This design comes from an exercise in tuning for small area and a short achievable clock period on the open sky130 flow, not from production work.
The RTL was checked by simulation tests, not by an equivalence proof against the original design.
Power and IR drop assume default switching activity.

Setup of v28:
Design rs108_line_dec, start of the top module:
module rs108_line_dec (
    input  wire         clk,
    input  wire         rst,
    input  wire         in_valid,
    input  wire [319:0] in_data,
    input  wire         in_mark_en,
    input  wire [3:0]   in_mark_dev,
    input  wire         in_retry_en,
    input  wire         in_reread,
    output reg          out_valid,
    output reg          out_last,
    output reg  [255:0] out_data,
    output reg  [2:0]   out_kind,
    output reg  [3:0]   out_dev,
    output reg  [3:0]   out_beat
);
Size in the first run: roughly 2,500 cells after synthesis, about 400 flip-flops, roughly 600 I/O pins, ~25,000 um2 of cells after synthesis.
clock: 16.5 ns
lec_check: 0
cap_margin: 20
core_margin: 2
core_utilization: 70
slew_margin: 20
standard.sh (not shown) runs the stock make flow with config.mk's settings and CLKGATE_MAP_FILE= SYNTH_SCRIPT=/design/flow/synth_recipe.tcl, a recipe that flattens the netlist after the stock synthesis.
==> flow/flow/run.sh <==
#!/bin/bash
set -euo pipefail
bash standard.sh "BUFFER_PORTS_ARGS=-buffer_cell sky130_fd_sc_hd__buf_1" \
  "SETUP_SLACK_MARGIN=10.6" finish > make.log 2>&1
Having completed the whole flow, v28 delivered a layout that passed the timing, DRC and antenna checks.
Setup changes, v28 to v29
Settings: CORE_UTILIZATION now 60, was 70.
==> flow/flow/run.sh <==
#!/bin/bash
set -euo pipefail
bash standard.sh "BUFFER_PORTS_ARGS=-buffer_cell sky130_fd_sc_hd__buf_1" \
  "SETUP_SLACK_MARGIN=10.5" finish > make.log 2>&1
[summary]
Final clock period utilization by the worst path: v29 > v28. v29 ended up with hit_q[35] as its startpoint of the worst setup timing path; v28 ended up with hit_q[37]. In the reports for v29 and v28, the larger via count belongs to v28. In v29 relative to v28, tap cell count had gone up by more than 10%. Worst clock skew (higher): v29.
For v58, these inputs were changed with respect to v29:
Settings: CORE_UTILIZATION: 60 -> 70; CTS_CLUSTER_SIZE: unset -> 50.
Findings:
- Wire length of the first global-routing pass grows by a few percent when moving from v29 to v58.
- Compare v29 and v58 | worst hold slack lower: v58
- v58 vs v29 on initial core utilization: v58 is the higher one.
- [v58] cell area after layout fell about 0.7% relative to v29
- NOTE: relative slew slack in v58 falls short of that of v29
- | number of antenna diodes | v58 vs v29 | 4 higher |
- Count of clock buffers in the final design ended up 5 lower on v58 than on v29.
- v58 ended up with a higher setup slack than v29 did.
- Wire length for v58: about 5% up relative to v29
- Part of the power in the clock network in v58 is 0.4 points higher than in v29
- As far as buffer levels on the longest clock path is concerned, v58 and v29 perform about the same.
> inputs changed (v58 -> v56)
Settings: a deleted CTS_CLUSTER_SIZE that had been 50.
==> flow/flow/run.sh <==
#!/bin/bash
set -euo pipefail
bash standard.sh "BUFFER_PORTS_ARGS=-buffer_cell sky130_fd_sc_hd__buf_2" \
  "SETUP_SLACK_MARGIN=10.5" finish > make.log 2>&1
### Flow results
v58 -> v56: sum of negative setup slack delta 0, exact match
Setup slack in v56 is larger than in v58.
Number of placed instances with taps included: v58 vs v56, no meaningful difference
Diff v58 -> v56: largest stage delay on the critical path about even, met3 capacity usage during global routing now sits lower.
Status: cell count parity (v58, v56)
Reported for v56 and v58, non-clock buffer count turned out identical to the last digit.
Row sum of routed wire length over all layers: v56 higher / v58 lower
According to the power report, total power for v56 is higher than for v58.
Compared with v58, v56 shows a lower portion of total power attributed to sequential cells.
### v56 -> v45
Settings: CORE_UTILIZATION: 70 -> 60.
==> flow/flow/run.sh <==
#!/bin/bash
set -euo pipefail
bash standard.sh "BUFFER_PORTS_ARGS=-buffer_cell sky130_fd_sc_hd__buf_1" \
  "SETUP_SLACK_MARGIN=10.8" finish > make.log 2>&1
--- outcome ---
Die: v45 bigger than v56
Of v45 and v56, the higher combined area of the multi-input logic cells belongs to v45.
On via count, the lower figure sits with v45, not v56.
v45: net switching power of the design higher than v56
v45 completed every stage of the flow, and the final layout passed the timing, DRC and antenna checks.
Compared v56 against v45; worst clock skew within noise.
In the reports for v45 and v56, the larger worst reg-to-reg setup slack belongs to v56.
v56 → v45: global-route wire length before repair saw a decrease, final standard cell area without fillers saw an increase, fraction of the cycle the final worst path needs went down by 0.60 points.
The following lists how v34 was set up differently from v45:
==> flow/flow/run.sh <==
#!/bin/bash
set -euo pipefail
bash standard.sh "BUFFER_PORTS_ARGS=-buffer_cell sky130_fd_sc_hd__buf_2" \
  "SETUP_SLACK_MARGIN=11.5" finish > make.log 2>&1
==> comparison <==
- v34 against v45; placement-stage cell area is up by a little under 10%.
- Taking v45 as the reference, in v34 number of clock buffers inserted by TritonCTS down 2.2%; chip height flat; number of cells produced by synthesis flat; total half-perimeter wirelength after legalization and detailed placement up 4.1%.
- The remaining runs in v34 and v45 completed every stage, whereas v34 halted early.
- Between v34 and v45, the difference in number of port buffers is negligible.
- The setup slack at placement of v34 exceeds that of v45 by 0.32 ns.

[afterwards: timing with drivers on the ports]
Ports are ideal in the flow. The routed layouts listed here were re-timed in OpenROAD. Step 1 assumes that a clkbuf_16 drives the clock port and a buf_2 every other input. Step 2 also shifts input and output timing later by t, the mid clock arrival at the registers, as if the neighbouring blocks saw the same clock. a / b / c = no drivers / after step 1 / after step 2; a / b = the first two.
run | shift t [ns] | setup slack, ns | slew at the worst register clock pin (ns) | worst data-port slew with drivers (ns) | pins driven straight from the clock port
v28 | 0.630 | 10.517 / 10.463 / 9.965 | 0.07 / 0.07 | 0.15 | 1
v29 | 0.625 | 10.421 / 10.362 / 10.020 | 0.06 / 0.06 | 0.10 | 1
v58 | 0.634 | 10.449 / 10.390 / 9.871 | 0.06 / 0.06 | 0.11 | 1
v56 | 0.625 | 10.455 / 10.396 / 9.920 | 0.07 / 0.07 | 0.16 | 1
v45 | 0.627 | 10.554 / 10.496 / 10.243 | 0.06 / 0.06 | 0.11 | 1
After both steps setup and hold are still met in every run listed. The setup slack of v58, which loses most, moves by -0.059 ns with the drivers and by -0.578 ns with both steps.
